Context: an optimization exercise on an open-source flow, tuned for small area and a short achievable clock period. The choices shown serve that exercise and are no tape-out recipe.
Function was checked by simulation only, so behaviour that the tests miss may differ from the original.
Power is estimated from default activity; no workload was simulated.

== exp/willow ==
==> flow/design.v (excerpt) <==
module requant_epilogue #(
    parameter LANES = 2
) (
    input  wire                clk,
    input  wire                rst,
    input  wire                in_valid,
    input  wire [32*LANES-1:0] acc,
    input  wire [31*LANES-1:0] mult,
    input  wire [6*LANES-1:0]  shift,
    input  wire [16*LANES-1:0] zp,
    input  wire [1:0]          fmt,
    input  wire [15:0]         clamp_lo,
    input  wire [15:0]         clamp_hi,
    output reg                 out_valid,
    output reg  [16*LANES-1:0] out_q,
    output reg  [LANES-1:0]    out_sat
);
    genvar i;
    reg                v1;
    reg [32*LANES-1:0] acc1;
    reg [16*LANES-1:0] one1, two1;
    reg [15*LANES-1:0] neg1;
    reg [6*LANES-1:0]  sh1;
    reg [16*LANES-1:0] zp1;
    reg [1:0]          fmt1;
    reg [15:0]         lo1, hi1;
    wire [16*LANES-1:0] one_w, two_w;
    wire [15*LANES-1:0] neg_w;
    generate
        for (i = 0; i < LANES; i = i + 1) begin : enc
            requant_booth u_enc (
                .m   (mult[31*i +: 31]),
                .one (one_w[16*i +: 16]),
                .two (two_w[16*i +: 16]),
  ...
Settings: LEC_CHECK=0, ABC_AREA=1, CAP_MARGIN=20, CORE_MARGIN=2, CORE_UTILIZATION=55, CTS_CLUSTER_DIAMETER=120, CTS_CLUSTER_SIZE=20, PLACE_DENSITY=0.7, SLEW_MARGIN=20; clock period 22.0 ns.
standard.sh (not shown) runs the stock make flow with config.mk's settings and CLKGATE_MAP_FILE= SYNTH_SCRIPT=/design/flow/synth_recipe.tcl, a recipe that flattens the netlist after the stock synthesis.
==> flow/flow/run.sh <==
#!/bin/bash
# Layout flow: the standard.sh (ORFS from synthesis to finish) with
# these changes:
#  - synthesis runs flow/synth_noabc.tcl, which is synth_recipe.tcl with
#    Yosys's synth told -noabc, so that extract_fa maps the RTL's full adders
#    as written (ORFS's own abc mapping still runs after it);
#  - the ports are buffered with buf_1 instead of the delay buffer that
#    buffer_ports picks by default, and flow/post_gp.tcl (run after global
#    placement) makes the output ports' buffers buf_4 and the output
#    registers dfxtp_2.
# standard.sh's output goes to flow_standard.log; ORFS keeps each step's
# log under orfs/logs.
set -euo pipefail
here=$(pwd)
sed "s#SYNTH_SCRIPT=[^ ]*synth_recipe.tcl#SYNTH_SCRIPT=$here/flow/synth_noabc.tcl#" standard.sh > flow_standard.sh
grep -q "SYNTH_SCRIPT=$here/flow/synth_noabc.tcl" flow_standard.sh
export BUFFER_PORTS_ARGS="-buffer_cell sky130_fd_sc_hd__buf_1"
export POST_GLOBAL_PLACE_TCL="$here/flow/post_gp.tcl"
bash flow_standard.sh > flow_standard.log 2>&1
==> flow/flow/post_gp.tcl <==
# Run after global placement (POST_GLOBAL_PLACE_TCL). buffer_ports gave
# every port a buf_1; the outputs, which the output registers drive to the
# die edge, get a buf_4 instead, and the output registers drive strength 2.
foreach inst [get_cells output*] {
  replace_cell $inst sky130_fd_sc_hd__buf_4
}
foreach inst [get_cells {out_q* out_sat* out_valid*}] {
  if {[get_property [get_lib_cells -of_objects $inst] name] == "sky130_fd_sc_hd__dfxtp_1"} {
    replace_cell $inst sky130_fd_sc_hd__dfxtp_2
  }
}
==> flow/flow/synth_noabc.tcl <==
# synth_recipe.tcl with one change: Yosys's synth skips its abc -fast pass
# (-noabc), so extract_fa sees the full adders as the RTL writes them rather
# than after abc has re-mapped them (which leaves inverters between them).
# ORFS's own abc mapping, after the adders are extracted, still runs.
proc synth {args} { yosys synth -nofsm -noshare -noabc {*}$args }
source $::env(SCRIPTS_DIR)/synth.tcl
# left out here: clear keep_hierarchy, flatten, clean up, hide names made inside functions, write 1_2_yosys.v
Every stage of the flow completed for exp/willow, and the final layout passed the timing, DRC and antenna checks.
#### Input delta (exp/delta over exp/willow)
-- flow/flow/run.sh --
<<< exp/willow, line 9
#    placement) makes the output ports' buffers buf_4 and the output
#    registers dfxtp_2.
# standard.sh's output goes to flow_standard.log; ORFS keeps each step's
>>> exp/delta, line 9
#    placement) makes the output ports' buffers buf_4 and the output
#    registers dfxtp_2;
#  - clock tree synthesis (CTS_ARGS) clusters up to 20 sinks within 120 um
#    per leaf buffer, as config.mk's CTS_CLUSTER_SIZE and
#    CTS_CLUSTER_DIAMETER ask, and adds no dummy loads.
# standard.sh's output goes to flow_standard.log; ORFS keeps each step's
<<< exp/willow, line 18
export POST_GLOBAL_PLACE_TCL="$here/flow/post_gp.tcl"
bash flow_standard.sh > flow_standard.log 2>&1
>>> exp/delta, line 21
export POST_GLOBAL_PLACE_TCL="$here/flow/post_gp.tcl"
export CTS_ARGS="-sink_clustering_enable -repair_clock_nets -sink_clustering_size 20 -sink_clustering_max_diameter 120 -dont_use_dummy_load"
bash flow_standard.sh > flow_standard.log 2>&1
Results
exp/delta: PASS, flow complete, no timing, DRC or antenna violations
exp/willow → exp/delta: first-pass iteration count of the detailed router decreased by 1 relative to the old numbers; fraction of area in non-clock buffers closely matched the old numbers; total power decreased by 0.45% relative to the old numbers; routed length per placed instance closely matched the old numbers; data arrival time of the critical path decreased by 0.02 ns relative to the old numbers.
Logic gate share of total power was higher in the run labelled exp/delta.
~same sequential share of layout area in exp/delta and exp/willow
Diff exp/willow -> exp/delta | post-synthesis to final-layout area growth | decrease of 0.31 points
Input changes introduced in exp/zinc (baseline for comparison: exp/delta):
==> flow/flow/run.sh <==
#!/bin/bash
# Layout flow: the standard.sh (ORFS from synthesis to finish) with two
# changes, each one setting:
#  - synthesis runs flow/synth_noabc.tcl, which is synth_recipe.tcl with
#    Yosys's synth told -noabc, so that extract_fa maps the RTL's full adders
#    as written (ORFS's own abc mapping still runs after it);
#  - the ports are buffered with buf_2 instead of the delay buffer that
#    buffer_ports picks by default.
# standard.sh's output goes to flow_standard.log; ORFS keeps each step's
# log under orfs/logs.
set -euo pipefail
here=$(pwd)
sed "s#SYNTH_SCRIPT=[^ ]*synth_recipe.tcl#SYNTH_SCRIPT=$here/flow/synth_noabc.tcl#" standard.sh > flow_standard.sh
grep -q "SYNTH_SCRIPT=$here/flow/synth_noabc.tcl" flow_standard.sh
export BUFFER_PORTS_ARGS="-buffer_cell sky130_fd_sc_hd__buf_2"
bash flow_standard.sh > flow_standard.log 2>&1
removed: flow/flow/post_gp.tcl
--- outcome ---
The flow did not stop early for exp/zinc: all stages ran, and the layout cleared the timing, DRC and antenna checks.
In terms of wire length, exp/zinc and exp/delta differ only marginally.
Reported for exp/zinc and exp/delta, cell row count turned out identical to the last digit.
On sequential share of layout area, the higher figure sits with exp/delta, not exp/zinc.
Compared with exp/delta, in exp/zinc via-per-instance ratio comparable, final count of pins violating max slew held, synthesized cell count level.
In terms of aggregate global-route resource usage, exp/delta and exp/zinc differ only marginally.

==> what the ideal ports hide <==
How much do the figures lean on ideal ports? The routed layouts below were timed once more, with nothing changed but the port constraints. Step 1 (the two cells are an assumption about what drives the block):
set clk [get_ports {clk}]
set_driving_cell -lib_cell sky130_fd_sc_hd__clkbuf_16 $clk
set_driving_cell -lib_cell sky130_fd_sc_hd__buf_2 [delete_from_list [all_inputs] $clk]
Step 2 adds t to the input delays and takes it off the output delays; t is the mean of the earliest and latest rising clock arrival at the registers after step 1. Input paths then give back, and output paths get back, about the clock's delay inside the block. a / b / c = ideal / step 1 / step 2; a / b = the first two.
run | shift t [ns] | slack for setup (ns) | worst hold slack (ns) | clock arrival spread, ns | worst register clock-pin slew, ns
exp/willow | 0.748 | 16.470 / 16.390 / 16.802 | 0.327 / 0.327 / 0.327 | 0.048 / 0.048 | 0.10 / 0.10
exp/delta | 0.706 | 16.486 / 16.407 / 16.801 | 0.325 / 0.325 / 0.325 | 0.078 / 0.079 | 0.10 / 0.10
exp/zinc | 0.774 | 16.464 / 16.382 / 16.939 | 0.324 / 0.324 / 0.324 | 0.075 / 0.075 | 0.10 / 0.10
After both steps setup and hold are still met in every run listed.
